Source: an optimization exercise on an open RTL-to-GDS flow (aim: small area, a short achievable clock period and few clock cycles). Production flows keep margins and buffers that such runs may drop. Function was checked by simulation only, so behaviour that the tests miss may differ from the original.

`design/flow/flow/run.sh`:
```
#!/bin/bash
set -euo pipefail
bash standard.sh SETUP_SLACK_MARGIN=18 CTS_CLUSTER_SIZE=25 CTS_CLUSTER_DIAMETER=80 CORE_UTILIZATION=40 PLACE_DENSITY=0.5 finish > standard.log 2>&1
```
`design/flow/standard.sh`:
```
#!/bin/bash
# synth_recipe.tcl (not shown) runs the flow's synth.tcl, then flattens the netlist and writes it again
# the make line also repeats each setting of config.mk as NAME=value (left out here)
make -C /OpenROAD-flow-scripts/flow DESIGN_CONFIG=/design/flow/config.mk WORK_HOME=/design/flow/orfs CLKGATE_MAP_FILE= SYNTH_SCRIPT=/design/flow/synth_recipe.tcl "${@:-finish}"
```
`design/flow/config.mk`:
```
export PLATFORM = sky130hd
export DESIGN_NAME = cvu
export DESIGN_NICKNAME = cvu
export VERILOG_FILES = /design/flow/design.v
export SDC_FILE = /design/flow/constraint.sdc
export NUM_CORES = 8
export LEC_CHECK = 0
export CAP_MARGIN = 30
export CORE_MARGIN = 2
export CORE_UTILIZATION = 30
export PLACE_DENSITY = 0.45
export SLEW_MARGIN = 30
```
`design/flow/constraint.sdc`:
```
create_clock -name core_clock -period 24.0 [get_ports {clk}]
set_input_delay 4.8000 -clock core_clock [delete_from_list [all_inputs] [get_ports {clk}]]
set_output_delay 4.8000 -clock core_clock [all_outputs]
set_load 0.01 [all_outputs]
```
`design/flow/design.v`:
```
module cvu (
    input  wire        clk,
    input  wire        rst,
    input  wire        req_valid,
    output wire        req_ready,
    input  wire        req_write,
    input  wire [11:0] req_addr,
    input  wire [31:0] req_wdata,
    output reg         rsp_valid,
    output reg  [31:0] rsp_rdata,
    output reg         alert
);
    localparam [4:0] O_CTL = 5'd0,  O_CFG = 5'd1,
                     O_POLY_L = 5'd2, O_POLY_H = 5'd3,
                     O_INIT_L = 5'd4, O_INIT_H = 5'd5,
                     O_XOR_L = 5'd6,  O_XOR_H = 5'd7,
                     O_FOLD_L = 5'd8, O_FOLD_H = 5'd9,
                     O_VAL_L = 5'd10, O_VAL_H = 5'd11,
                     O_RES_L = 5'd12, O_RES_H = 5'd13,
                     O_COUNT = 5'd14,
                     O_FEED8 = 5'd16, O_FEED16 = 5'd17, O_FEED32 = 5'd18,
                     O_F64_LO = 5'd19, O_F64_HI = 5'd20;
    localparam [2:0] P_DONE = 3'd0, P_MQ = 3'd2, P_MU = 3'd3,
                     P_RS = 3'd5, P_RW = 3'd6;
    localparam NF = 5;    
    integer i, j, k;
    function [63:0] width_mask(input [6:0] w);
        integer b;
        begin
            for (b = 0; b < 64; b = b + 1)
                width_mask[b] = (b < w);
        end
    endfunction
    function [63:0] refl(input [63:0] x, input [5:0] s);
        reg [63:0] r;
        integer b;
        begin
            for (b = 0; b < 64; b = b + 1)
                r[b] = x[63 - b];
            refl = r >> s;
        end
    endfunction
    function [7:0] rev8(input [7:0] v);
        integer b;
        begin
            for (b = 0; b < 8; b = b + 1)
                rev8[b] = v[7 - b];
        end
    endfunction
    function [31:0] bord(input [31:0] d, input refin);
        begin
            bord = refin ? d : {rev8(d[31:24]), rev8(d[23:16]), rev8(d[15:8]), rev8(d[7:0])};
        end
    endfunction
    function [15:1] q16(input [14:0] p);
        reg [15:0] q, s, r, cc;
        integer m, n;
        begin
            cc = {p, 1'b1};
            q = 16'd1;
            for (m = 1; m < 8; m = m + 1)
                for (n = 1; n <= m; n = n + 1)
                    q[m] = q[m] ^ (cc[n] & q[m - n]);
            s = 16'd0;
            for (m = 0; m < 8; m = m + 1)
                s[2*m] = q[m];
            r = 16'd0;
            for (m = 0; m < 16; m = m + 1)
                for (n = 0; n <= m; n = n + 1)
                    r[m] = r[m] ^ (cc[m - n] & s[n]);
            q16 = r[15:1];
        end
    endfunction
    function [31:16] q32(input [30:0] p, input [15:0] q);
        reg [31:0] s, r, cc;
        integer m, n;
        begin
            cc = {p, 1'b1};
            s = 32'd0;
            for (m = 0; m < 16; m = m + 1)
                s[2*m] = q[m];
            r = 32'd0;
            for (m = 16; m < 32; m = m + 1)
                for (n = 0; n <= m; n = n + 2)
                    r[m] = r[m] ^ (cc[m - n] & s[n]);
            q32 = r[31:16];
        end
    endfunction
    reg [1:0]  sticky;
    reg [1:0]  alert_en;
    reg [31:0] cnt_badw;
    reg        cfg_refin  [0:1];
    reg        cfg_refout [0:1];
    reg [3:0]  cfg_fl     [0:1];
    reg [6:0]  cfg_w      [0:1];
    reg [63:0] poly   [0:1];
    reg [63:0] init   [0:1];
    reg [63:0] xorout [0:1];
    reg [63:0] fold   [0:1];
    reg [31:0] f64_lo [0:1];
    reg        f64_v  [0:1];
    reg [31:0] val_lo [0:1];
    reg        l_refout [0:1];
    reg [5:0]  l_s      [0:1];     
    reg [63:0] l_xor    [0:1];
    reg [63:0] pr   [0:1];
    reg [31:0] count [0:1];
    reg [2:0]  phase [0:1];
    reg [63:0] vA, vB;
    reg [31:1] mu0, mu1;           
    reg        l_refin0, l_refin1;
    reg          fv    [0:NF-1];
    reg          fctx  [0:NF-1];
    reg [1:0]    fn    [0:NF-1];    
    reg [31:0]   fdata [0:NF-1];    
    reg [2:0]    fcnt;
    reg        eng_ctx;     
    reg        f_st;        
    reg        f_vs;        
    reg        f_mu;        
    reg        f_rd;        
    reg        f_ctx;
    reg        f_sA;        
    reg        f_pctx;      
    reg        ib0, ib1;    
    reg [5:0]  f_cs, f_ls;  
    reg        st_exec;     
    wire [63:0] vr0 = eng_ctx ? vB : vA;
    wire [63:0] vr1 = eng_ctx ? vA : vB;
    reg        ready_q;     
    reg        busy;        
    reg        rv, rw, rlov;
    reg [9:0]  ra;
    reg [31:0] rdw;
    reg        r_start_q, r_feed_q, r_f64h_q, r_vseth_q, r_rdv_q;
    reg [10:0] r_wsel;
    reg [16:0] r_rsel;    
    reg        room1_q, room2_q, idle0_q, idle1_q;
    assign req_ready = ready_q;
    wire       r_g     = (ra[9:3] == 7'd0);
    wire       r_c_hit = (ra[9:6] == 4'd1);
    wire       r_c     = ra[5];
    wire [4:0] r_off   = ra[4:0];
    wire       acc   = req_valid && !busy;
    wire       wacc  = acc && req_write;
    wire       i_g   = (req_addr[11:5] == 7'd0);
    wire       i_c_hit = (req_addr[11:8] == 4'd1);
    wire       i_c   = req_addr[7];
    wire [4:0] i_off = req_addr[6:2];
    wire r_idle = r_c ? idle1_q : idle0_q;
    wire [63:0] cmask0 = width_mask(cfg_w[0]);
    wire [63:0] cmask1 = width_mask(cfg_w[1]);
    wire [63:0] r_mask = r_c ? cmask1 : cmask0;
    wire        h_v    = fv[0];
    wire        h_ctx  = fctx[0];
    wire        h_exec = h_v && (phase[h_ctx] == P_DONE);
    wire        d_go   = h_exec;
    wire [63:0] e_pr = pr[eng_ctx];
    wire [31:0] e_mu = {eng_ctx ? mu1 : mu0, 1'b1};
    wire [31:0] e_d  = bord(fdata[0], eng_ctx ? l_refin1 : l_refin0) ^ vA[31:0];
    reg [31:0] a_low;
    reg [63:0] e_hi;
    always @(*) begin
        case (fn[0])
            2'd0: begin a_low = {e_d[7:0],  24'd0}; e_hi = vA >> 8;  end
            2'd1: begin a_low = {e_d[15:0], 16'd0}; e_hi = vA >> 16; end
            2'd2: begin a_low = {e_d[23:0], 8'd0};  e_hi = vA >> 24; end
            default: begin a_low = e_d;             e_hi = vA >> 32; end
        endcase
    end
    reg [31:0] tops;
    always @(*) begin
        for (i = 0; i < 32; i = i + 1) begin
            tops[i] = 1'b0;
            for (j = 0; j <= i; j = j + 1)
                tops[i] = tops[i] ^ (e_mu[i - j] & a_low[j]);
        end
    end
    reg [63:0] e_out;
    always @(*) begin
        e_out = e_hi;
        for (j = 0; j < 32; j = j + 1)
            if (tops[j])
                e_out = e_out ^ (e_pr >> (31 - j));
    end
    wire [63:0] f_in  = f_rd ? (f_sA ? vA : vB) :
                        f_st ? (f_pctx ? poly[1] : poly[0]) :
                        f_vs ? {rdw, val_lo[r_c]} : init[f_ctx];
    wire [5:0]  f_s   = f_st ? f_cs : f_ls;    
    wire [63:0] f_out = refl(f_in, f_s);
    wire        mq_ctx = (phase[1] == P_MQ);
    wire [15:1] mq_q   = q16(pr[mq_ctx][14:0]);
    wire        mu_ctx = f_ctx;
    wire [31:16] mu_q  = q32(pr[mu_ctx][30:0], {mu_ctx ? mu1[15:1] : mu0[15:1], 1'b1});
    wire r_start  = rv && r_start_q;
    wire r_feed   = rv && r_feed_q;
    wire r_f64h   = rv && r_f64h_q;
    wire r_vseth  = rv && r_vseth_q;
    wire r_room   = (r_start_q || r_f64h_q) ? room2_q : r_feed_q ? room1_q : 1'b1;
    wire r_stv    = r_start_q || r_vseth_q;
    wire r_rd_ok  = !r_rdv_q || (r_idle && f_rd);
    wire r_iblk   = (r_wsel[3] || r_wsel[4]) && (r_c ? ib1 : ib0);
    wire r_exec   = rv && (rw ? (r_room && (!r_stv || r_idle) && !r_iblk) : r_rd_ok);
    wire wx       = r_exec && rw;           
    wire rdone    = r_exec && !rw;          
    wire st_now   = st_exec;    
    wire vs_now   = wx && r_vseth;
    wire rs0      = (phase[0] == P_RS);
    wire rs1      = (phase[1] == P_RS);
    wire st_go    = st_now || rs0 || rs1;
    wire st_ctx   = rs0 ? 1'b0 : rs1 ? 1'b1 : r_c;
    wire [3:0]  st_fl = cfg_fl[st_ctx];
    wire        st_f1 = st_go && st_fl != 4'd0;
    wire        st_f2 = st_go && st_fl > 4'd4;
    wire [1:0]  st_n1 = (st_fl >= 4'd4) ? 2'd3 : st_fl[1:0] - 2'd1;
    wire [1:0]  st_n2 = st_fl[1:0] - 2'd1;    
    wire        push1 = st_f1 || (wx && r_feed);
    wire        push2 = st_f2 || (wx && r_f64h);
    wire        p1_ctx  = st_go ? st_ctx : r_c;
    wire [1:0]  p1_n    = st_go ? st_n1 :
                          (r_off == O_FEED8) ? 2'd0 : (r_off == O_FEED16) ? 2'd1 : 2'd3;
    wire [31:0] p1_d    = st_go ? fold[st_ctx][31:0] :
                          r_f64h ? (rlov ? f64_lo[r_c] : 32'd0) : rdw;
    wire [1:0]  p2_n    = st_go ? st_n2 : 2'd3;
    wire [31:0] p2_d    = st_go ? fold[st_ctx][63:32] : rdw;
    wire        pop     = h_exec;
    wire [2:0]  base    = fcnt - {2'd0, pop};
    wire [2:0]  fcnt_n  = base + {2'd0, push1} + {2'd0, push2};
    reg          fctx_n  [0:NF-1];
    reg [1:0]    fn_n    [0:NF-1];
    reg [31:0]   fdata_n [0:NF-1];
    always @(*) begin
        for (i = 0; i < NF; i = i + 1) begin
            if (push1 && base == i) begin
                fctx_n[i] = p1_ctx; fn_n[i] = p1_n; fdata_n[i] = p1_d;
            end else if (push2 && base + 3'd1 == i) begin
                fctx_n[i] = p1_ctx; fn_n[i] = p2_n; fdata_n[i] = p2_d;
            end else if (pop && i < NF - 1) begin
                fctx_n[i] = fctx[i+1]; fn_n[i] = fn[i+1]; fdata_n[i] = fdata[i+1];
            end else begin
                fctx_n[i] = fctx[i]; fn_n[i] = fn[i]; fdata_n[i] = fdata[i];
            end
        end
    end
    reg [2:0] phase_n [0:1];
    always @(*) begin
        for (k = 0; k < 2; k = k + 1) begin
            phase_n[k] = phase[k];
            case (phase[k])
                P_RW: phase_n[k] = P_RS;
                P_MQ: phase_n[k] = P_MU;
                P_MU: if (f_mu && f_ctx == k) phase_n[k] = P_DONE;
                default: ;
            endcase
            if (st_go && st_ctx == k)
                phase_n[k] = P_MQ;
        end
    end
    reg [NF-1:0] has0_n, has1_n;
    always @(*) begin
        for (i = 0; i < NF; i = i + 1) begin
            has0_n[i] = (i < fcnt_n) && !fctx_n[i];
            has1_n[i] = (i < fcnt_n) && fctx_n[i];
        end
    end
    wire idle0_n = !(|has0_n) && phase_n[0] == P_DONE;
    wire idle1_n = !(|has1_n) && phase_n[1] == P_DONE;
    wire        x_v    = acc || (rv && !r_exec);
    wire        x_w    = acc ? req_write : rw;
    wire        x_c    = acc ? i_c : r_c;
    wire i_start = req_write && i_c_hit && i_off == O_CTL && req_wdata[31];
    wire i_feed  = req_write && i_c_hit && (i_off == O_FEED8 || i_off == O_FEED16 ||
                                            i_off == O_FEED32 || i_off == O_F64_HI);
    wire i_f64h  = req_write && i_c_hit && i_off == O_F64_HI;
    wire i_vseth = req_write && i_c_hit && i_off == O_VAL_H;
    wire i_rdv   = !req_write && i_c_hit && (i_off == O_VAL_L || i_off == O_VAL_H ||
                                             i_off == O_RES_L || i_off == O_RES_H);
    wire [16:0] i_rsel;
    assign i_rsel[0]  = !req_write && i_g && i_off == 5'd0;
    assign i_rsel[1]  = !req_write && i_g && i_off == 5'd1;
    assign i_rsel[2]  = !req_write && i_g && i_off == 5'd2;
    genvar gi;
    generate
        for (gi = 3; gi <= 16; gi = gi + 1) begin : g_rsel
            assign i_rsel[gi] = !req_write && i_c_hit && i_off == gi - 2;
        end
    endgenerate
    wire [10:0] i_wsel;
    assign i_wsel[0]  = req_write && i_c_hit && i_off == O_CFG;
    assign i_wsel[1]  = req_write && i_c_hit && i_off == O_POLY_L;
    assign i_wsel[2]  = req_write && i_c_hit && i_off == O_POLY_H;
    assign i_wsel[3]  = req_write && i_c_hit && i_off == O_INIT_L;
    assign i_wsel[4]  = req_write && i_c_hit && i_off == O_INIT_H;
    assign i_wsel[5]  = req_write && i_c_hit && i_off == O_XOR_L;
    assign i_wsel[6]  = req_write && i_c_hit && i_off == O_XOR_H;
    assign i_wsel[7]  = req_write && i_c_hit && i_off == O_FOLD_L;
    assign i_wsel[8]  = req_write && i_c_hit && i_off == O_FOLD_H;
    assign i_wsel[9]  = req_write && i_c_hit && i_off == O_VAL_L;
    assign i_wsel[10] = req_write && i_c_hit && i_off == O_F64_LO;
    wire x_start = acc ? i_start : r_start_q;
    wire x_stv   = acc ? (i_start || i_vseth) : r_stv;
    wire x_idle  = x_c ? idle1_n : idle0_n;
    wire rs_n0 = (phase_n[0] == P_RS), rs_n1 = (phase_n[1] == P_RS);
    wire mu_n0 = (phase_n[0] == P_MU), mu_n1 = (phase_n[1] == P_MU);
    wire x_vs  = acc ? i_vseth : r_vseth_q;
    wire g_sf  = (x_v && x_start && x_idle) || rs_n0 || rs_n1;
    wire g_vs  = x_v && x_vs && x_idle;
    wire g_mu  = !g_sf && !g_vs && (mu_n0 || mu_n1);
    wire g_rd  = !g_sf && !g_vs && !(mu_n0 || mu_n1);
    wire g_ctx = g_sf ? (rs_n0 ? 1'b0 : rs_n1 ? 1'b1 : x_c) :
                 g_mu ? !mu_n0 : x_c;
    wire eng_ctx_n = (fcnt_n != 3'd0) ? fctx_n[0] : eng_ctx;
    wire        g_vctx = (!g_vs && (mu_n0 || mu_n1)) ? !mu_n0 : x_c;
    wire        g_sctx = rs_n0 ? 1'b0 : rs_n1 ? 1'b1 : x_c;
    wire        cfgw_wr  = rv && r_wsel[0] && !r_bad_w;
    wire [5:0]  cfg_s0   = 6'd0 - cfg_w[0][5:0];
    wire [5:0]  cfg_s1   = 6'd0 - cfg_w[1][5:0];
    wire [5:0]  cfg_s_n0 = (cfgw_wr && !r_c) ? 6'd0 - r_nw[5:0] : cfg_s0;
    wire [5:0]  cfg_s_n1 = (cfgw_wr && r_c)  ? 6'd0 - r_nw[5:0] : cfg_s1;
    wire [5:0]  l_s_n0   = (st_go && !st_ctx) ? cfg_s0 : l_s[0];
    wire [5:0]  l_s_n1   = (st_go && st_ctx)  ? cfg_s1 : l_s[1];
    wire swap = (eng_ctx_n != eng_ctx);
    wire [63:0] r_res = (l_refout[r_c] ? (r_c ? vr1 : vr0) : f_out) ^ l_xor[r_c];
    wire [63:0] r_poly = poly[r_c], r_init = init[r_c], r_xor = xorout[r_c];
    wire [31:0] r_mlo = ({32{r_rsel[4]}} & r_poly[31:0])  | ({32{r_rsel[6]}} & r_init[31:0]) |
                        ({32{r_rsel[8]}} & r_xor[31:0]);
    wire [31:0] r_mhi = ({32{r_rsel[5]}} & r_poly[63:32]) | ({32{r_rsel[7]}} & r_init[63:32]) |
                        ({32{r_rsel[9]}} & r_xor[63:32]);
    wire [31:0] rdata = ({32{r_rsel[0]}}  & {30'd0, sticky}) |
                        ({32{r_rsel[1]}}  & {30'd0, alert_en}) |
                        ({32{r_rsel[2]}}  & cnt_badw) |
                        ({32{r_rsel[3]}}  & {cfg_refin[r_c], cfg_refout[r_c], 10'd0, cfg_fl[r_c], 9'd0, cfg_w[r_c]}) |
                        (r_mlo & r_mask[31:0]) | (r_mhi & r_mask[63:32]) |
                        ({32{r_rsel[10]}} & fold[r_c][31:0]) |
                        ({32{r_rsel[11]}} & fold[r_c][63:32]) |
                        ({32{r_rsel[12]}} & f_out[31:0]) |
                        ({32{r_rsel[13]}} & f_out[63:32]) |
                        ({32{r_rsel[14]}} & r_res[31:0]) |
                        ({32{r_rsel[15]}} & r_res[63:32]) |
                        ({32{r_rsel[16]}} & count[r_c]);
    wire [6:0] r_nw   = rdw[6:0];
    wire [3:0] r_nfl  = rdw[19:16];
    wire r_bad_w  = (r_nw == 7'd0) || (r_nw > 7'd64);
    wire r_bad_fl = (r_nfl > 4'd8);
    wire [6:0] i_nw  = req_wdata[6:0];
    wire [3:0] i_nfl = req_wdata[19:16];
    wire i_bad  = wacc && i_c_hit && i_off == O_CFG &&
                  ((i_nw == 7'd0) || (i_nw > 7'd64) || (i_nfl > 4'd8));
    wire i_half = wacc && i_c_hit && i_off == O_F64_HI && !f64_v[i_c];
    wire [1:0] sticky_n   = (wacc && i_g && i_off == 5'd0) ? (sticky & ~req_wdata[1:0])
                                                          : (sticky | {i_half, i_bad});
    wire [1:0] alert_en_n = (wacc && i_g && i_off == 5'd1) ? req_wdata[1:0] : alert_en;
    wire rs_pend = rs0 || rs1 || (phase[1] == P_RW);
    wire x_winit = acc ? (i_wsel[3] || i_wsel[4]) : (r_wsel[3] || r_wsel[4]);
    wire x_ib    = x_c ? ((phase_n[1] == P_MQ) || (phase_n[1] == P_MU))
                       : ((phase_n[0] == P_MQ) || (phase_n[0] == P_MU));
    wire ready_n = !rs_pend && (!x_v || (x_w && fcnt_n <= NF - 2 && (!x_stv || x_idle) &&
                                         !(x_winit && x_ib)));
    reg [32:0] cnt_sum;
    always @(*) begin
        case (r_off)
            O_FEED8:  cnt_sum = {1'b0, count[r_c]} + 33'd1;
            O_FEED16: cnt_sum = {1'b0, count[r_c]} + 33'd2;
            O_FEED32: cnt_sum = {1'b0, count[r_c]} + 33'd4;
            default:  cnt_sum = {1'b0, count[r_c]} + 33'd8;
        endcase
    end
    wire        ctxA = eng_ctx, ctxB = !eng_ctx;
    wire        fvA  = (f_mu && f_ctx == ctxA) || (vs_now && r_c == ctxA);
    wire        fvB  = (f_mu && f_ctx == ctxB) || (vs_now && r_c == ctxB);
    wire [63:0] vA_r = fvA ? f_out : vA;
    wire [63:0] vB_n = fvB ? f_out : vB;
    always @(posedge clk) begin
        if (rst) begin
            sticky    <= 2'b00;
            alert_en  <= 2'b11;
            alert     <= 1'b0;
            cnt_badw  <= 32'd0;
            ready_q   <= 1'b0;
            busy      <= 1'b1;
            rv        <= 1'b0;
            rsp_valid <= 1'b0;
            fcnt      <= 3'd0;
            eng_ctx   <= 1'b0;
            room1_q   <= 1'b1;
            room2_q   <= 1'b1;
            idle0_q   <= 1'b0;
            idle1_q   <= 1'b0;
            f_st      <= 1'b1;      
            f_sA      <= 1'b0;
            f_pctx    <= 1'b0;
            f_cs      <= 6'd32;
            f_ls      <= 6'd32;
            st_exec   <= 1'b0;
            f_mu      <= 1'b0;
            f_vs      <= 1'b0;
            f_rd      <= 1'b0;
            ib0       <= 1'b1;
            ib1       <= 1'b1;
            f_ctx     <= 1'b0;
            for (i = 0; i < NF; i = i + 1)
                fv[i] <= 1'b0;
            for (k = 0; k < 2; k = k + 1) begin
                cfg_refin[k]  <= 1'b1;
                cfg_refout[k] <= 1'b1;
                cfg_fl[k]     <= 4'd0;
                cfg_w[k]      <= 7'd32;
                poly[k]       <= 64'h0000_0000_04C1_1DB7;
                init[k]       <= 64'h0000_0000_FFFF_FFFF;
                xorout[k]     <= 64'h0000_0000_FFFF_FFFF;
                fold[k]       <= 64'd0;
                f64_v[k]      <= 1'b0;
                val_lo[k]     <= 32'd0;
            end
            phase[0] <= P_RS;
            phase[1] <= P_RW;
        end else begin
            ready_q   <= ready_n;
            busy      <= !ready_n;
            rv        <= x_v;
            rsp_valid <= rdone;
            sticky    <= sticky_n;
            alert_en  <= alert_en_n;
            alert     <= |(sticky_n & alert_en_n);
            fcnt      <= fcnt_n;
            eng_ctx   <= eng_ctx_n;
            room1_q   <= fcnt_n <= NF - 1;
            room2_q   <= fcnt_n <= NF - 2;
            idle0_q   <= idle0_n;
            idle1_q   <= idle1_n;
            f_st      <= g_sf;
            f_sA      <= (x_c == eng_ctx_n);
            f_pctx    <= g_sctx;
            f_cs      <= g_sctx ? cfg_s_n1 : cfg_s_n0;
            f_ls      <= g_vctx ? l_s_n1 : l_s_n0;
            st_exec   <= x_v && x_start && x_idle && (fcnt_n <= NF - 2);
            f_mu      <= g_mu;
            f_vs      <= g_vs;
            f_rd      <= g_rd;
            ib0       <= (phase_n[0] == P_MQ) || (phase_n[0] == P_MU) || (phase_n[0] == P_RS);
            ib1       <= (phase_n[1] == P_MQ) || (phase_n[1] == P_MU) || (phase_n[1] == P_RS) ||
                         (phase_n[1] == P_RW);
            f_ctx     <= g_ctx;
            for (i = 0; i < NF; i = i + 1)
                fv[i] <= (i < fcnt_n);
            for (k = 0; k < 2; k = k + 1)
                phase[k] <= phase_n[k];
            if (wacc && i_c_hit && i_off == O_F64_LO)
                f64_v[i_c] <= 1'b1;
            if (wacc && i_c_hit && i_off == O_F64_HI)
                f64_v[i_c] <= 1'b0;
            if (wx && r_g && r_off == 5'd2) begin
                if (rdw == 32'd0)
                    cnt_badw <= 32'd0;
            end else if (rv && r_wsel[0] && (r_bad_w || r_bad_fl) &&
                         cnt_badw != 32'hFFFF_FFFF) begin
                cnt_badw <= cnt_badw + 32'd1;
            end
            if (rv) begin
                if (r_wsel[0]) begin
                    cfg_refin[r_c]  <= rdw[31];
                    cfg_refout[r_c] <= rdw[30];
                    if (!r_bad_w)  cfg_w[r_c]  <= r_nw;
                    if (!r_bad_fl) cfg_fl[r_c] <= r_nfl;
                end
                if (r_wsel[1])  poly[r_c][31:0]    <= rdw & r_mask[31:0];
                if (r_wsel[2])  poly[r_c][63:32]   <= rdw & r_mask[63:32];
                if (r_wsel[3] && !r_iblk) init[r_c][31:0]  <= rdw & r_mask[31:0];
                if (r_wsel[4] && !r_iblk) init[r_c][63:32] <= rdw & r_mask[63:32];
                if (r_wsel[5])  xorout[r_c][31:0]  <= rdw & r_mask[31:0];
                if (r_wsel[6])  xorout[r_c][63:32] <= rdw & r_mask[63:32];
                if (r_wsel[7])  fold[r_c][31:0]    <= rdw;
                if (r_wsel[8])  fold[r_c][63:32]   <= rdw;
                if (r_wsel[9])  val_lo[r_c]        <= rdw;
            end
        end
    end
    always @(posedge clk) begin
        rsp_rdata <= rdata;
        if (!(rv && !r_exec)) begin
            rw   <= req_write;
            ra   <= req_addr[11:2];
            rdw  <= req_wdata;
            rlov <= f64_v[i_c];
            r_start_q <= i_start;
            r_feed_q  <= i_feed;
            r_f64h_q  <= i_f64h;
            r_vseth_q <= i_vseth;
            r_rdv_q   <= i_rdv;
            r_wsel    <= i_wsel;
            r_rsel    <= i_rsel;
        end
        if (rv && r_wsel[10])
            f64_lo[r_c] <= rdw;
        for (i = 0; i < NF; i = i + 1) begin
            fctx[i]  <= fctx_n[i];
            fn[i]    <= fn_n[i];
            fdata[i] <= fdata_n[i];
        end
        if (wx && r_feed)
            count[r_c] <= cnt_sum[32] ? 32'hFFFF_FFFF : cnt_sum[31:0];
        vA  <= (d_go && !swap) ? e_out : swap ? vB_n : vA_r;
        vB  <= (d_go && swap)  ? e_out : swap ? vA_r : vB_n;
        if (phase[0] == P_MQ)   mu0[15:1]  <= mq_q;
        if (phase[1] == P_MQ)   mu1[15:1]  <= mq_q;
        if (f_mu && !f_ctx)     mu0[31:16] <= mu_q;
        if (f_mu && f_ctx)      mu1[31:16] <= mu_q;
        if (st_go) begin
            if (st_ctx) l_refin1 <= cfg_refin[1]; else l_refin0 <= cfg_refin[0];
            l_refout[st_ctx] <= cfg_refout[st_ctx];
            l_s[st_ctx]      <= st_ctx ? cfg_s1 : cfg_s0;
            l_xor[st_ctx]    <= xorout[st_ctx] & (st_ctx ? cmask1 : cmask0);
            pr[st_ctx]       <= f_out;
            count[st_ctx]    <= 32'd0;
        end
    end
endmodule
```
==> results of run 1 <==
## sequential cells by signal, summed over array words and instances (netlist names), 128 cells and up, named ones only
signal,flops
init,128
xorout,128
poly,128
fdata,160
fold,128
pr,128
l_xor,128
## worst max-delay path, delay by kind of cell (launching register included)
family                 cells  cell delay, ns
AO/OA/AOI/OAI              9            3.34
XOR/XNOR                   1            0.60
buffers and inverters      2            0.89
flip-flops                 1            0.48
multiplexers               1            0.12
AND/OR/NAND/NOR            1            0.52
## synth_stat cells (12+ instances only)
library cell | number | area (um^2)
a31oi_1 | 50 | 313
a221oi_1 | 66 | 578
a211o_1 | 16 | 140
nand4_1 | 38 | 238
and3_1 | 237 | 1480
mux2_2 | 179 | 2020
nor2_1 | 2911 | 10900
a22oi_1 | 53 | 398
or2_2 | 24 | 150
xor2_1 | 429 | 3760
clkbuf_1 | 819 | 3070
o221ai_1 | 42 | 368
o21ai_0 | 429 | 2150
a222oi_1 | 143 | 1430
a221o_1 | 83 | 831
a21o_1 | 26 | 195
xnor2_1 | 1730 | 15200
o22ai_1 | 30 | 188
nor3_1 | 81 | 405
o21a_1 | 14 | 105
edfxtp_1 | 1245 | 37400
a211oi_1 | 237 | 1780
dfxtp_1 | 312 | 6250
or3_1 | 28 | 175
o211ai_1 | 89 | 668
mux4_2 | 17 | 383
xnor3_1 | 129 | 2910
a21oi_1 | 857 | 4290
nand2b_1 | 97 | 607
buf_4 | 19 | 143
buf_2 | 153 | 766
o221a_2 | 12 | 135
nor2b_1 | 110 | 688
and2_1 | 45 | 282
nand2_1 | 1252 | 4700
nand3_1 | 149 | 746
buf_1 | 137 | 514
ha_1 | 22 | 275
inv_1 | 52 | 195
a32o_1 | 34 | 340
mux2i_1 | 773 | 7740
nor4_1 | 13 | 81.3
nand3b_1 | 15 | 113
o31ai_1 | 12 | 90.1
o21ai_1 | 24 | 120
## through the flow
stage	instances	utilization [%]	area [um^2]
floorplan	13387	-	117000
global placement	16654	42.2	123000
detailed placement	16671	42.2	123000
CTS	16947	44.1	128000
global route	17009	44.5	129000
finish	17035	44.5	129000
## cell usage in the layout (no fill, tap or decap), types with 38 or more instances in the layout
cell type,count
a211oi_1,227
a21oi_1,842
a221o_1,83
a221oi_1,60
a222oi_1,143
a22oi_1,52
a31oi_1,49
and2_1,42
and3_1,233
buf_12,45
buf_4,438
buf_6,54
clkbuf_16,102
dfxtp_1,273
diode_2,42
edfxtp_1,1245
inv_1,45
mux2_2,178
mux2i_1,685
mux2i_4,53
nand2_1,1234
nand2b_1,82
nand3_1,140
nand4_1,38
nor2_1,2892
nor2b_1,106
nor3_1,76
o211ai_1,89
o21ai_0,406
o221ai_1,42
xnor2_1,1702
xnor3_1,108
xor2_1,420
## cell families (layout without fill, tap and decap cells)
| family | Yosys count | after routing | synth area share, % |
|---|---|---|---|
| and+or+nand+nor | 5040 | 5053 | 17.9 |
| AOI/OAI and AO/OA | 2313 | 2319 | 12.9 |
| xor gates and xnor gates | 2290 | 2291 | 18.7 |
| DFF | 1557 | 1557 | 37.4 |
| buffers and inverters | 1192 | 877 | 4.11 |
| muxes | 971 | 972 | 8.72 |
| adders and majority gates | 24 | 24 | 0.262 |
| other | 0 | 42 | 0 |
## routing by layer
metal | global-route usage [%] | wire [um] | vias up
li1 | - | - | 45569
met1 | 48.4 | 223000 | 51810
met2 | 55.7 | 245000 | 6268
met3 | 6.45 | 53500 | 1135
met4 | 23.1 | 42000 | 34
met5 | 0 | 213 | -
## what timing repair did
action | in CTS | in global routing
resized for setup | 440 | 130
gates cloned | 30 | 8
hold buffers | 0 | 0
pin swaps | 27 | 25
setup buffers | 74 | 28
setup endpoints to repair | 1183 | 367
## area by class of cell
cell class / count / area share (%)
diodes: 42 / 0.0812
clock buffers: 108 / 1.87
clock inverters: 64 / 0.669
inverters: 56 / 0.201
multi-input cells: 10659 / 54.8
flip-flops and latches: 1557 / 33.8
well taps: 3900 / 3.77
repair buffers: 648 / 4.86
repair inverters: 1 / 0.00677
## worst max-delay path by stage
stage	start	end	slack (ns)	cells after the start
2_1_floorplan	req_addr[10]	alert$_SDFF_PP0_	17.43	8
3_3_place_gp	rst	xorout[1][57]$_SDFFCE_PN0P_	15.96	5
3_5_place_dp	req_valid	f_ls[0]$_SDFF_PP0_	16.04	8
4_1_cts	ready_q$_SDFF_PP0_	req_ready	17.85	1
5_1_grt	ready_q$_SDFF_PP0_	req_ready	17.88	1
6_report	f_ctx$_SDFF_PP0_	rsp_rdata[8]$_DFF_P_	17.89	14
==> summary.txt, run 1 <==
EDFF count, synth -> 1245
Hold Crit Class -> flip-flop to flip-flop
Post-route ant nets -> 0
DR vias -> 104816
Nets -> 13088
Iteration-0 DRC Markers -> 14949
Dpl ws -> 16.04 ns
Main flop type after synthesis -> edfxtp_1
FILL cells -> 28109
Num CTS Buffers -> 94
TritonCTS clock tree -> built
Clk buf depth -> 3
Worst-path fanout max -> 48
CORE AREA -> 0.291 mm^2
Max stage delay on crit path -> 0.89 ns
Reg2Reg Setup Slack -> 17.89 ns
RSZ-0062 raised after global routing -> true
Critical Path RT -> 24.66 ns
Slew headroom -> 21.4%
Vias in the first global route -> 96970
Final Skew -> 0.0640 ns
Total GRT Usage -> 36.7%
First-pass GRT wire length -> 777000 um
Startpoint type of the worst setup path -> flip-flop
DRC -> 0
Die area -> 0.296 mm^2
Hpwl dp -> 375000 um
FF-to-FF Start -> f_ctx$_SDFF_PP0_
Global route overflow -> 0
Hold Fails Final Rpt -> 0
Syn Nets -> 13458
Placer Congestion -> 1.01
Status -> timing/DRC/antenna clean
Port Buffers -> 80
Hold Path Sink -> count[1][31]$_SDFFE_PP0P_
# clock sinks -> 1557
Antenna violations before repair -> 50
Initial Util -> 40.1%
Smallest hold slack -> 0.474 ns
Crit path top cell by count -> a211oi_1
Crit path cell chain -> buf_6 -> a211oi_1 -> a211oi_1 -> a21oi_2 -> a211oi_1 -> a31o_2 -> mux2i_1 -> o21ai_0 -> a21oi_1 -> nor2_1 -> buf_4 -> a21oi_1 -> xor2_1 -> a221o_1
F_max -> 0.164 GHz
Multi-input gate area -> 0.0709 mm^2
H-Tree Depth -> 3
Hold Path Origin -> count[1][31]$_SDFFE_PP0P_
Slowest cell on crit path -> o21ai_0
I/O pin total -> 83
DIE HEIGHT -> 544 um
Worst slew pin tran -> 1.17 ns
Syn-to-layout area delta -> 10.9%
Synthesized area -> 0.117 mm^2
Row count -> 198
Period minus WS final -> 6.11 ns
Crit path DAT -> 6.77 ns
Critical path type -> flip-flop to flip-flop
Synth Instances -> 13387
Vias per inst -> 6.15
Pre-antenna DRT Iters -> 14
Clk Latency, worst-skew pair -> 0.80 ns
R2R depth -> 14
Synthesis Warnings -> 10
Ys async rst share -> 0%
Routed length per instance -> 33.1 um
Critical Path Sink Type -> flip-flop
Final WS setup -> 17.89 ns
Cell variety after synth -> 95
Sequential fraction of the synthesis area -> 37.4%
Largest net degree at the start of global routing -> 114
Final WL -> 564000 um
FF+latch area -> 0.0437 mm^2
Final count of pins violating max slew -> 0
Hold Crit Depth -> 2
Layout cell share with drive strength beyond 1 -> 10.9%
Max-Cap Viols -> 0
Total Neg Setup Slack -> 0 ns
Avg Cell Area, Syn -> 8.71 um^2
Clk slew on worst S/H paths -> 0.10 ns
Final setup fails -> 0
Seq cells post-synth -> 1557
Die X -> 544 um
Clk root buf -> clkbuf_16
Fin crit share -> 25.4%
Reg2Reg Capture Point -> rsp_rdata[8]$_DFF_P_
Testbench counts, summed over its fixed seeds: cycles 35,877.
==> inputs of run 2 (changes only) <==
==> design/flow/flow/run.sh (replaced) <==
#!/bin/bash
set -euo pipefail
bash standard.sh SETUP_SLACK_MARGIN=18 CTS_CLUSTER_SIZE=25 CTS_CLUSTER_DIAMETER=80 finish > standard.log 2>&1
==> run 2 against run 1 <==
Net effect: still clean on timing, DRC and antenna; die area increased by 33%; final cell count increased by 8.0%; first-iteration DRC count decreased by 7.7%; routed wire length increased by 0.22%; utilization decreased by 10 points; area after synthesis unchanged; global-route usage decreased by 9.2 points; sequential share of layout area decreased by 0.77 points; clock-buffer cell count increased by 4; largest cell class unchanged; highest routed layer unchanged.
==> summary.txt, run 2 <==
Hold Crit Class -> flip-flop to flip-flop
Synth cell count leaders -> nor2_1, xnor2_1, nand2_1, edfxtp_1, a21oi_1
Port Buffers -> 80
Dpl ws -> 15.98 ns
Sequential fraction of the synthesis area -> 37.4%
Initial Util -> 30.2%
Nets -> 13152
Clk Latency, worst-skew pair -> 0.83 ns
Die X -> 628 um
Final setup fails -> 0
Worst slew pin tran -> 1.22 ns
Cell with the most instances after synthesis -> nor2_1
Most frequent cells in the layout -> nor2_1, xnor2_1, edfxtp_1, nand2_1, a21oi_1
Total GRT Usage -> 27.5%
CTS Hold Buffers Added -> 0
Reg2Reg Setup Slack -> 17.90 ns
Cell variety after synth -> 95
Antenna violations before repair -> 36
Iteration-0 DRC Markers -> 13792
Final count of pins violating max slew -> 0
Yosys top cell by area -> edfxtp_1
Pre-antenna DRT Iters -> 10
Synth top area cells -> edfxtp_1, xnor2_1, nor2_1
TritonCTS clock tree -> built
Worst-path fanout max -> 6
Synthesis Warnings -> 10
Ys async rst share -> 0%
Post-route ant nets -> 0
Syn-to-layout area delta -> 13.5%
Placer Congestion -> 1.00
Critical Path Sink Type -> flip-flop
Slowest cell on crit path -> mux2_4
Final Skew -> 0.0800 ns
Layout cell share with drive strength beyond 1 -> 11.5%
First-pass GRT wire length -> 774000 um
Max-Cap Viols -> 0
Largest net degree at the start of global routing -> 135
Hold Fails Final Rpt -> 0
Max stage delay on crit path -> 0.36 ns
Syn Nets -> 13458
Main flop type after synthesis -> edfxtp_1
Num CTS Buffers -> 99
Routed length per instance -> 30.7 um
Synth Instances -> 13387
Critical path type -> input port to flip-flop
Final WL -> 565000 um
Final WS setup -> 17.78 ns
Clk root buf -> clkbuf_16
Row count -> 228
Critical Path RT -> 24.69 ns
Max reg flops -> 160
Hold Path Origin -> count[1][31]$_SDFFE_PP0P_
Vias in the first global route -> 94056
Total Neg Setup Slack -> 0 ns
Clk slew on worst S/H paths -> 0.10 ns
Seq cells post-synth -> 1557
Crit path from -> req_valid
# clock sinks -> 1557
Crit path cell chain -> buf_8 -> nand2b_4 -> nor2_4 -> a21oi_4 -> mux2_4 -> nand3_4 -> nand3_2 -> a22o_4 -> mux2i_4 -> or2_4
Slew headroom -> 17.6%
Top-area cell type share of the netlist area -> 32.0%
Vias per inst -> 5.60
Startpoint type of the worst setup path -> input port
EDFF count, synth -> 1245
Status -> timing/DRC/antenna clean
FF-to-FF Start -> f_pctx$_SDFF_PP0_
DIE HEIGHT -> 628 um
Largest reg by FF count -> fdata
F_max -> 0.161 GHz
H-Tree Depth -> 3
Hpwl dp -> 377000 um
Fin crit share -> 25.9%
Most common cell after layout, fill and taps aside -> nor2_1
DR vias -> 103043
Crit path DAT -> 6.92 ns
Synthesized area -> 0.117 mm^2
DRC -> 0
Period minus WS final -> 6.22 ns
Avg Cell Area, Syn -> 8.71 um^2
Die area -> 0.394 mm^2
Global route overflow -> 0
Final design instance area without fill -> 0.132 mm^2
Clk buf depth -> 3
I/O pin total -> 83
CORE AREA -> 0.386 mm^2
Area post-placement -> 0.125 mm^2
RSZ-0062 raised after global routing -> true
run 2: cell count changes in the layout (fill, tap and decap cells not counted), moves of 10 or more:
cell     delta
mux2i_2    -12
xnor2_1    -20
buf_4      +36
xnor2_2    +16
inv_8      +10
buf_6      +12
buf_12     +20
diode_2    +19
run 2: layout make-up:
cell class / count / area [um^2]
fill: 39922 / 254000
timing repair buffer: 709 / 7060
clock buffer: 112 / 2570
sequential: 1557 / 43700
clock inverter: 73 / 1070
multi-input combinational: 10658 / 71200
tap: 5175 / 6470
antenna: 61 / 153
inverter: 56 / 234
run 2: cells by family (layout without fill, tap and decap cells):
kind of cell               after synthesis  after routing  share of synthesized area [%]
xor gates and xnor gates              2290           2292                           18.7
DFF                                   1557           1557                           37.4
and+or+nand+nor                       5040           5052                           17.9
muxes                                  971            974                           8.72
buffers and inverters                 1192            950                           4.11
AOI/OAI and AO/OA                     2313           2316                           12.9
adders and majority gates               24             24                          0.262
other                                    0             61                              0
run 2: path summary, 6_finish.rpt:
kind / cells past startpoint / to
min: 2 / count[1][31]$_SDFFE_PP0P_
max reg2reg: 15 / rsp_rdata[7]$_DFF_P_
max: 10 / f_ls[5]$_SDFF_PP1_
min reg2reg: 2 / count[1][31]$_SDFFE_PP0P_
run 2: critical path, delay by kind of cell:
kind / cells / cell delay [ns]
buf+inv: 1 / 0.10
simple gates: 5 / 0.75
compound gates: 2 / 0.67
mux: 2 / 0.59
run 2: routing by layer:
layer / part of all wire (%) / up-vias / wire, um / track usage [%]
li1: - / 45734 / - / -
met1: 42 / 51121 / 236000 / 37.4
met2: 44 / 5229 / 247000 / 42.2
met3: 8.1 / 951 / 45800 / 3.89
met4: 6.3 / 8 / 35800 / 14.7
met5: 0.0088 / - / 50 / 0
run 2: timing repair:
item                       in CTS  in global routing
cloned                         24                 11
pin swaps                      34                 34
setup endpoints to repair     979                330
buffers inserted               93                 55
gates resized for setup       468                172
run 2: per-stage QoR:
step	util, %	hold slack (ns)	std cells
4_1_cts	33.9	0.465	18269
3_3_place_gp	32.2	0.444	17959
3_5_place_dp	32.2	0.450	17967
5_1_grt	34.3	0.507	18375
6_report	34.3	0.463	18401
2_1_floorplan	-	0.426	13387
==> inputs of run 3 (changes only) <==
--- a/design/flow/design.v
+++ b/design/flow/design.v
@@ -23,3 +23,3 @@
     localparam [2:0] P_DONE = 3'd0, P_MQ = 3'd2, P_MU = 3'd3,
-                     P_RS = 3'd5, P_RW = 3'd6;
+                     P_RS = 3'd5, P_RW = 3'd6, P_RW2 = 3'd7;
     localparam NF = 5;    
@@ -88,2 +88,3 @@
     endfunction
+    reg        rst_q;       
     reg [1:0]  sticky;
@@ -122,4 +123,3 @@
     reg        f_ctx;
-    reg        f_sA;        
-    reg        f_pctx;      
+    reg        f_iA, f_iB, f_ip0, f_ip1, f_ii0, f_ii1, f_iv;
     reg        ib0, ib1;    
@@ -185,5 +185,6 @@
     end
-    wire [63:0] f_in  = f_rd ? (f_sA ? vA : vB) :
-                        f_st ? (f_pctx ? poly[1] : poly[0]) :
-                        f_vs ? {rdw, val_lo[r_c]} : init[f_ctx];
+    wire [63:0] f_in  = ({64{f_iA}}  & vA)      | ({64{f_iB}}  & vB) |
+                        ({64{f_ip0}} & poly[0]) | ({64{f_ip1}} & poly[1]) |
+                        ({64{f_ii0}} & init[0]) | ({64{f_ii1}} & init[1]) |
+                        ({64{f_iv}}  & {rdw, val_lo[r_c]});
     wire [5:0]  f_s   = f_st ? f_cs : f_ls;    
@@ -202,3 +203,4 @@
     wire r_iblk   = (r_wsel[3] || r_wsel[4]) && (r_c ? ib1 : ib0);
-    wire r_exec   = rv && (rw ? (r_room && (!r_stv || r_idle) && !r_iblk) : r_rd_ok);
+    wire r_exec   = rv && (rw ? (r_room && (!r_stv || r_idle) && !r_iblk && (!r_vseth_q || f_vs))
+                              : r_rd_ok);
     wire wx       = r_exec && rw;           
@@ -249,2 +251,3 @@
             case (phase[k])
+                P_RW2: phase_n[k] = P_RW;
                 P_RW: phase_n[k] = P_RS;
@@ -306,4 +309,4 @@
     wire g_sf  = (x_v && x_start && x_idle) || rs_n0 || rs_n1;
-    wire g_vs  = x_v && x_vs && x_idle;
-    wire g_mu  = !g_sf && !g_vs && (mu_n0 || mu_n1);
+    wire g_mu  = !g_sf && (mu_n0 || mu_n1);
+    wire g_vs  = x_v && x_vs && x_idle && !(mu_n0 || mu_n1);
     wire g_rd  = !g_sf && !g_vs && !(mu_n0 || mu_n1);
@@ -312,3 +315,3 @@
     wire eng_ctx_n = (fcnt_n != 3'd0) ? fctx_n[0] : eng_ctx;
-    wire        g_vctx = (!g_vs && (mu_n0 || mu_n1)) ? !mu_n0 : x_c;
+    wire        g_vctx = (mu_n0 || mu_n1) ? !mu_n0 : x_c;
     wire        g_sctx = rs_n0 ? 1'b0 : rs_n1 ? 1'b1 : x_c;
@@ -317,4 +320,4 @@
     wire [5:0]  cfg_s1   = 6'd0 - cfg_w[1][5:0];
-    wire [5:0]  cfg_s_n0 = (cfgw_wr && !r_c) ? 6'd0 - r_nw[5:0] : cfg_s0;
-    wire [5:0]  cfg_s_n1 = (cfgw_wr && r_c)  ? 6'd0 - r_nw[5:0] : cfg_s1;
+    wire [5:0]  cfg_s_n0 = rst_q ? 6'd32 : (cfgw_wr && !r_c) ? 6'd0 - r_nw[5:0] : cfg_s0;
+    wire [5:0]  cfg_s_n1 = rst_q ? 6'd32 : (cfgw_wr && r_c)  ? 6'd0 - r_nw[5:0] : cfg_s1;
     wire [5:0]  l_s_n0   = (st_go && !st_ctx) ? cfg_s0 : l_s[0];
@@ -352,3 +355,3 @@
     wire [1:0] alert_en_n = (wacc && i_g && i_off == 5'd1) ? req_wdata[1:0] : alert_en;
-    wire rs_pend = rs0 || rs1 || (phase[1] == P_RW);
+    wire rs_pend = rs0 || rs1 || (phase[0] == P_RW) || (phase[1] == P_RW) || (phase[1] == P_RW2);
     wire x_winit = acc ? (i_wsel[3] || i_wsel[4]) : (r_wsel[3] || r_wsel[4]);
@@ -357,3 +360,3 @@
     wire ready_n = !rs_pend && (!x_v || (x_w && fcnt_n <= NF - 2 && (!x_stv || x_idle) &&
-                                         !(x_winit && x_ib)));
+                                         !(x_winit && x_ib) && !(x_vs && (mu_n0 || mu_n1))));
     reg [32:0] cnt_sum;
@@ -377,3 +380,2 @@
             alert     <= 1'b0;
-            cnt_badw  <= 32'd0;
             ready_q   <= 1'b0;
@@ -388,5 +390,10 @@
             idle1_q   <= 1'b0;
-            f_st      <= 1'b1;      
-            f_sA      <= 1'b0;
-            f_pctx    <= 1'b0;
+            f_st      <= 1'b0;
+            f_iA      <= 1'b0;
+            f_iB      <= 1'b0;
+            f_ip0     <= 1'b0;
+            f_ip1     <= 1'b0;
+            f_ii0     <= 1'b0;
+            f_ii1     <= 1'b0;
+            f_iv      <= 1'b0;
             f_cs      <= 6'd32;
@@ -402,16 +409,4 @@
                 fv[i] <= 1'b0;
-            for (k = 0; k < 2; k = k + 1) begin
-                cfg_refin[k]  <= 1'b1;
-                cfg_refout[k] <= 1'b1;
-                cfg_fl[k]     <= 4'd0;
-                cfg_w[k]      <= 7'd32;
-                poly[k]       <= 64'h0000_0000_04C1_1DB7;
-                init[k]       <= 64'h0000_0000_FFFF_FFFF;
-                xorout[k]     <= 64'h0000_0000_FFFF_FFFF;
-                fold[k]       <= 64'd0;
-                f64_v[k]      <= 1'b0;
-                val_lo[k]     <= 32'd0;
-            end
-            phase[0] <= P_RS;
-            phase[1] <= P_RW;
+            phase[0] <= P_RW;
+            phase[1] <= P_RW2;
         end else begin
@@ -431,4 +426,9 @@
             f_st      <= g_sf;
-            f_sA      <= (x_c == eng_ctx_n);
-            f_pctx    <= g_sctx;
+            f_iA      <= g_rd && (x_c == eng_ctx_n);
+            f_iB      <= g_rd && (x_c != eng_ctx_n);
+            f_ip0     <= g_sf && !g_sctx;
+            f_ip1     <= g_sf && g_sctx;
+            f_ii0     <= g_mu && mu_n0;
+            f_ii1     <= g_mu && !mu_n0;
+            f_iv      <= g_vs;
             f_cs      <= g_sctx ? cfg_s_n1 : cfg_s_n0;
@@ -439,5 +439,6 @@
             f_rd      <= g_rd;
-            ib0       <= (phase_n[0] == P_MQ) || (phase_n[0] == P_MU) || (phase_n[0] == P_RS);
+            ib0       <= (phase_n[0] == P_MQ) || (phase_n[0] == P_MU) || (phase_n[0] == P_RS) ||
+                         (phase_n[0] == P_RW);
             ib1       <= (phase_n[1] == P_MQ) || (phase_n[1] == P_MU) || (phase_n[1] == P_RS) ||
-                         (phase_n[1] == P_RW);
+                         (phase_n[1] == P_RW) || (phase_n[1] == P_RW2);
             f_ctx     <= g_ctx;
@@ -447,2 +448,22 @@
                 phase[k] <= phase_n[k];
+        end
+    end
+    always @(posedge clk)
+        rst_q <= rst;
+    always @(posedge clk) begin
+        if (rst_q) begin
+            cnt_badw <= 32'd0;
+            for (k = 0; k < 2; k = k + 1) begin
+                cfg_refin[k]  <= 1'b1;
+                cfg_refout[k] <= 1'b1;
+                cfg_fl[k]     <= 4'd0;
+                cfg_w[k]      <= 7'd32;
+                poly[k]       <= 64'h0000_0000_04C1_1DB7;
+                init[k]       <= 64'h0000_0000_FFFF_FFFF;
+                xorout[k]     <= 64'h0000_0000_FFFF_FFFF;
+                fold[k]       <= 64'd0;
+                f64_v[k]      <= 1'b0;
+                val_lo[k]     <= 32'd0;
+            end
+        end else begin
             if (wacc && i_c_hit && i_off == O_F64_LO)
==> design/flow/flow/run.sh (replaced) <==
#!/bin/bash
set -euo pipefail
bash standard.sh SETUP_SLACK_MARGIN=18 CTS_CLUSTER_SIZE=25 CTS_CLUSTER_DIAMETER=80 CORE_UTILIZATION=60 PLACE_DENSITY=0.7 finish > standard.log 2>&1
==> run 3 against run 2 <==
Net effect: clock skew decreased by 0.022 ns; register-to-register slack about the same; via count is 5.2% higher; still clean.
==> summary.txt, run 3 <==
Hold Crit Depth -> 0
Synth cell count leaders -> nor2_1, xnor2_1, nand2_1, edfxtp_1, clkbuf_1
Global route overflow -> 0
Critical Path Sink Type -> flip-flop
Syn-to-layout area delta -> 7.25%
Main flop type after synthesis -> edfxtp_1
Startpoint type of the worst setup path -> flip-flop
Most frequent cells in the layout -> nor2_1, xnor2_1, nand2_1, edfxtp_1, a21oi_1
EDFF count, synth -> 1245
Critical Path RT -> 24.64 ns
Clk root buf -> clkbuf_16
Total GRT Usage -> 51.4%
Slowest cell on crit path -> buf_4
Cell variety after synth -> 89
Fin util -> 64.6%
Seq cells post-synth -> 1562
Max-Cap Viols -> 0
Largest net degree at the start of global routing -> 124
Vias in the first global route -> 98943
# clock sinks -> 1562
Pre-antenna DRT Iters -> 15
R2R depth -> 13
Layout cell share with drive strength beyond 1 -> 9.87%
Placer Congestion -> 1.10
Yosys top cell by area -> edfxtp_1
TritonCTS clock tree -> built
Vias per inst -> 7.09
Port Buffers -> 80
Top delay family on crit path -> compound AO/OA/AOI/OAI gates
Die X -> 443 um
Nets -> 12738
Total Neg Setup Slack -> 0 ns
Final setup fails -> 0
DRC -> 0
H-Tree Depth -> 3
Crit path DAT -> 6.74 ns
Clk Latency, worst-skew pair -> 0.80 ns
Worst-path fanout max -> 49
Synthesis Warnings -> 10
F_max -> 0.164 GHz
Hold Fails Final Rpt -> 0
Post-route ant nets -> 0
Critical path type -> flip-flop to flip-flop
Syn Nets -> 13215
Ys async rst share -> 0%
Final design instance area without fill -> 0.124 mm^2
Status -> timing/DRC/antenna clean
Synth top area cells -> edfxtp_1, xnor2_1, nor2_1
Max stage delay on crit path -> 0.82 ns
Crit path buf inv count -> 2
I/O pin total -> 83
Hpwl dp -> 349000 um
Top-area cell type share of the netlist area -> 32.3%
DIE HEIGHT -> 443 um
Final WL -> 524000 um
Crit path cell chain -> buf_4 -> a21oi_1 -> mux2i_1 -> mux2i_1 -> nand2_1 -> nand2_1 -> o21ai_0 -> o21ai_0 -> o21ai_1 -> buf_4 -> a21oi_1 -> xor2_1 -> a221o_1
Fin crit share -> 25.4%
Synthesized area -> 0.116 mm^2
Die area -> 0.197 mm^2
Num CTS Buffers -> 85
Cell with the most instances after synthesis -> nor2_1
Avg Cell Area, Syn -> 8.81 um^2
Routed length per instance -> 34.2 um
Area post-placement -> 0.120 mm^2
Antenna violations before repair -> 45
CORE AREA -> 0.192 mm^2
Hold Crit Class -> flip-flop to flip-flop
Sequential fraction of the synthesis area -> 37.8%
RSZ-0062 raised after global routing -> true
Most common cell after layout, fill and taps aside -> nor2_1
Initial Util -> 60.3%
Final Skew -> 0.0581 ns
Clk slew on worst S/H paths -> 0.10 ns
Max reg flops -> 160
Largest reg by FF count -> fdata
Final count of pins violating max slew -> 0
Reg2Reg Setup Slack -> 17.90 ns
CP Depth -> 13
DR vias -> 108399
Iteration-0 DRC Markers -> 21118
Synth Instances -> 13144
FILL cells -> 15724
First-pass GRT wire length -> 731000 um
Worst slew pin tran -> 1.23 ns
CTS Hold Buffers Added -> 0
Period minus WS final -> 6.10 ns
Slew headroom -> 17.8%
Smallest hold slack -> 0.493 ns
Clk buf depth -> 3
Row count -> 161
[run 3: cell count changes in the layout (fill, tap and decap cells not counted), sizes merged, moves of 117 or more]
| cell | previous run | this run |
|---|---|---|
| a211oi | 238 | 91 |
| a21oi | 857 | 708 |
| a22oi | 55 | 218 |
| buf | 647 | 530 |
| mux2i | 774 | 643 |
| nand2 | 1252 | 1388 |
| nor2 | 2916 | 2514 |
| o21ai | 455 | 722 |
| xnor2 | 1730 | 1476 |
[run 3: cell type report]
class                   instances  area, um^2  share of cell area, %
multi-input cells           10325       68800                   55.4
inverters                     112         449                  0.362
diodes                         37        92.6                 0.0745
clock inverters                50         618                  0.498
repair buffers                581        5060                   4.07
clock buffers                 106        2240                   1.80
flip-flops and latches       1562       43800                   35.3
well taps                    2526        3160                   2.54
[run 3: worst register-to-register path, cell delays in order (launching register included)]
cell and delay (ns):
dfxtp_2 0.77, buf_4 0.83, a21oi_1 0.59, mux2i_1 0.54, mux2i_1 0.28, nand2_1 0.13, nand2_1 0.10, o21ai_0 0.38
o21ai_0 0.30, o21ai_1 0.57, buf_4 0.34, a21oi_1 0.11, xor2_1 0.53, a221o_1 0.47
[run 3: cells by family (layout without fill, tap and decap cells)]
group,Yosys count,count (layout),share of synthesized area [%]
muxes,857,858,7.73
xor gates and xnor gates,2218,2218,19.4
buffers and inverters,1261,849,4.38
DFF,1562,1562,37.8
other,0,37,0
AOI/OAI and AO/OA,2389,2392,13.1
and+or+nand+nor,4833,4833,17.4
adders and majority gates,24,24,0.264
[run 3: stage by stage]
step | setup WS (ns) | cells
after floorplan | 17.58 | 13144
after global placement | 16.10 | 15025
after detailed placement | 16.02 | 15041
after CTS | 17.95 | 15224
after global routing | 17.95 | 15265
final | 17.90 | 15299
[run 3: per-layer routing]
metal,GRT usage [%],vias up,wire length (um)
li1,-,44669,-
met1,63.5,51596,175000
met2,71.1,9760,208000
met3,19.9,2342,85600
met4,41.3,32,54200
met5,0.904,-,404
[run 3: path summary, 6_finish.rpt]
kind,start,to
worst min-delay path,cfg_refin[1]$_DFF_P_,l_refin1$_DFFE_PP_
worst max register to register,f_vs$_SDFF_PP0_,rsp_rdata[17]$_DFF_P_
worst max-delay path,f_vs$_SDFF_PP0_,rsp_rdata[17]$_DFF_P_
worst min register to register,cfg_refin[1]$_DFF_P_,l_refin1$_DFFE_PP_
[run 3: timing repair]
action                     in CTS  in global routing
pin swaps                      19                 12
gates resized for setup       346                125
gates cloned                    3                  3
hold endpoints to repair        0                  0
setup endpoints to repair     199                169
setup buffers                  24                 23
Testbench counts of run 3, summed over its fixed seeds: cycles 35,885.
==> inputs of run 4 (changes only) <==
==> design/flow/flow/run.sh (replaced) <==
#!/bin/bash
set -euo pipefail
bash standard.sh SETUP_SLACK_MARGIN=18 CTS_CLUSTER_SIZE=25 CTS_CLUSTER_DIAMETER=80 CORE_UTILIZATION=55 PLACE_DENSITY=0.65 finish > standard.log 2>&1
==> run 4 against run 3 <==
Net effect: clock skew rose by 0.013 ns; maximum frequency shrank 1.1%; worst hold slack gained 0.0099 ns; final area grew 0.56%; clock-buffer cell count up 9; still clean on timing, DRC and antenna.
==> summary.txt, run 4 <==
Status -> timing/DRC/antenna clean
Yosys top cell by area -> edfxtp_1
Critical Path Sink Type -> flip-flop
H-Tree Depth -> 3
Area post-placement -> 0.120 mm^2
Max reg flops -> 160
Main flop type after synthesis -> edfxtp_1
Syn-to-layout area delta -> 7.85%
Most common cell after layout, fill and taps aside -> nor2_1
Layout cell share with drive strength beyond 1 -> 10.2%
Met3 usage -> 16.2%
Die area -> 0.214 mm^2
Ys async rst share -> 0%
Worst-path fanout max -> 90
Num CTS Buffers -> 85
Nets -> 12782
Top delay family on crit path -> compound AO/OA/AOI/OAI gates
Syn Nets -> 13215
Met1 Use GR -> 61.5%
Hpwl dp -> 365000 um
Final design instance area without fill -> 0.125 mm^2
DR vias -> 108029
Placed Cells -> 15349
Total GRT Usage -> 48.6%
Clk buf depth -> 3
Period minus WS final -> 6.17 ns
Synthesized area -> 0.116 mm^2
Cell variety after synth -> 89
Antenna violations before repair -> 36
Synth Instances -> 13144
Clk Latency, worst-skew pair -> 0.81 ns
Critical Path RT -> 24.66 ns
Slew headroom -> 19.9%
Routed length per instance -> 34.8 um
Seq cells post-synth -> 1562
Largest net degree at the start of global routing -> 132
Final Skew -> 0.0711 ns
Row count -> 168
Post-route ant nets -> 0
Hold Path Origin -> count[0][1]$_SDFFE_PP0P_
Iteration-0 DRC Markers -> 20234
Initial Util -> 55.3%
EDFF count, synth -> 1245
Hold Crit Class -> flip-flop to flip-flop
Die X -> 463 um
CTS Hold Buffers Added -> 0
Vias in the first global route -> 97972
Fin crit share -> 25.7%
Synthesis Warnings -> 10
Worst slew pin tran -> 1.17 ns
# clock sinks -> 1562
Final count of pins violating max slew -> 0
Post-route insts no fill -> 15615
Slowest cell on crit path -> a21oi_1
Clk root buf -> clkbuf_16
Avg Cell Area, Syn -> 8.81 um^2
Met2 GRT Util -> 68.0%
Global route overflow -> 0
Largest reg by FF count -> fdata
Port Buffers -> 80
RSZ-0062 raised after global routing -> true
Grt peak-use layer -> met2
Synth cell count leaders -> nor2_1, xnor2_1, nand2_1, edfxtp_1, clkbuf_1
CORE AREA -> 0.209 mm^2
Final WL -> 543000 um
DRC -> 0
I/O pin total -> 83
F_max -> 0.162 GHz
Placer Congestion -> 1.08
Hold Fails Final Rpt -> 0
Crit path buf inv count -> 3
Crit path top cell by count -> a21oi_1
Cell with the most instances after synthesis -> nor2_1
Sequential fraction of the synthesis area -> 37.8%
Critical path type -> flip-flop to flip-flop
Most frequent cells in the layout -> nor2_1, xnor2_1, nand2_1, edfxtp_1, a21oi_1
First-pass GRT wire length -> 751000 um
TritonCTS clock tree -> built
Startpoint type of the worst setup path -> flip-flop
Max stage delay on crit path -> 0.83 ns
Max-Cap Viols -> 0
Fin util -> 59.7%
Pre-antenna DRT Iters -> 14
DIE HEIGHT -> 463 um
Total Neg Setup Slack -> 0 ns
Vias per inst -> 6.92
Top-area cell type share of the netlist area -> 32.3%
Clk slew on worst S/H paths -> 0.10 ns
Crit path cell chain -> buf_12 -> mux2_2 -> a21oi_1 -> mux2i_1 -> mux2i_1 -> nor2_1 -> a21oi_1 -> o21ai_0 -> buf_4 -> o21ai_0 -> o21ai_1 -> buf_4 -> a21oi_1 -> xor2_1 -> a221o_1
Final setup fails -> 0
Synth top area cells -> edfxtp_1, xnor2_1, nor2_1
Crit path DAT -> 6.83 ns
==> run 4: cell counts after synthesis <==
No cell type changed its count.
==> run 4: layer usage <==
layer	vias to the layer above	wire length, um
met4	14	54700
met2	9406	218000
met5	-	310
met3	2045	81200
met1	51827	189000
li1	44737	-
==> run 4: path summary, 6_finish.rpt <==
| path | cells after the start | slack [ns] | end |
|---|---|---|---|
| hold / removal | 2 | 0.50 | count[0][1]$_SDFFE_PP0P_ |
| setup / recovery | 15 | 17.83 | rsp_rdata[3]$_DFF_P_ |
| hold reg to reg | 2 | 0.50 | count[0][1]$_SDFFE_PP0P_ |
| setup reg to reg | 15 | 17.83 | rsp_rdata[3]$_DFF_P_ |
==> run 4: through the flow <==
step,hold WS [ns],setup slack [ns]
2_1_floorplan,0.426,17.58
4_1_cts,0.504,17.93
3_3_place_gp,0.474,16.34
3_5_place_dp,0.485,16.30
6_report,0.503,17.83
5_1_grt,0.526,17.94
==> run 4: cell type report <==
type / count / area (um^2)
multi-input combinational: 10330 / 69000
clock buffer: 115 / 2270
sequential: 1562 / 43800
timing repair buffer: 620 / 5270
antenna: 32 / 80.1
inverter: 112 / 463
fill: 18349 / 84400
clock inverter: 39 / 566
tap: 2805 / 3510
==> run 4: worst reg2reg max path, stage by stage (launching register included) <==
cell	delay, ns
dfxtp_4	0.76
buf_12	0.55
mux2_2	0.61
a21oi_1	0.83
mux2i_1	0.29
mux2i_1	0.49
nor2_1	0.09
a21oi_1	0.20
o21ai_0	0.11
buf_4	0.20
o21ai_0	0.31
o21ai_1	0.09
buf_4	0.23
a21oi_1	0.17
xor2_1	0.72
a221o_1	0.39
==> run 4: logic make-up after synthesis <==
kind of cell | count (synthesis) | synth area share [%]
AND/OR/NAND/NOR | 4833 | 17.4
XOR/XNOR | 2218 | 19.4
flip-flops | 1562 | 37.8
AO/OA/AOI/OAI | 2389 | 13.1
multiplexers | 857 | 7.73
adder cells (fa/ha/maj) | 24 | 0.264
buffers and inverters | 1261 | 4.38
==> run 4: timing repair <==
action	4_1_cts	5_1_grt
endpoints found under the setup margin	191	176
gates resized for setup	320	133
pin swaps	20	26
cloned	7	4
hold endpoints to repair	0	0
setup buffers	30	28

## separate check: timing with driven ports
The results above use ideal ports. As a check the final layouts listed here were re-extracted and re-timed, cells and wires unchanged.
Step 1 (the two cells are an assumption about what drives the block):
set clk [get_ports {clk}]
set_driving_cell -lib_cell sky130_fd_sc_hd__clkbuf_16 $clk
set_driving_cell -lib_cell sky130_fd_sc_hd__buf_2 [delete_from_list [all_inputs] $clk]
Step 2 times the ports against the registers' clock, not the clock port: input delays grow and output delays shrink by t, the midpoint of the rising clock arrivals with the driver on.
Slacks: no drivers / after step 1 / after step 2; pairs: no drivers / after step 1.
| run | t (ns) | slack for setup (ns) | hold WS [ns] |
|---|---|---|---|
| run 1 | 0.861 | 17.892 / 17.820 / 17.079 | 0.474 / 0.474 / 0.474 |
| run 2 | 0.893 | 17.777 / 17.833 / 16.952 | 0.463 / 0.463 / 0.463 |
| run 3 | 0.869 | 17.903 / 17.866 / 17.237 | 0.493 / 0.493 / 0.493 |
| run 4 | 0.875 | 17.833 / 17.833 / 17.216 | 0.503 / 0.503 / 0.503 |
After both steps setup and hold are still met in every run listed. For run 2, which loses most, drivers alone change the setup slack by +0.056 ns; drivers and shift together by -0.825 ns.
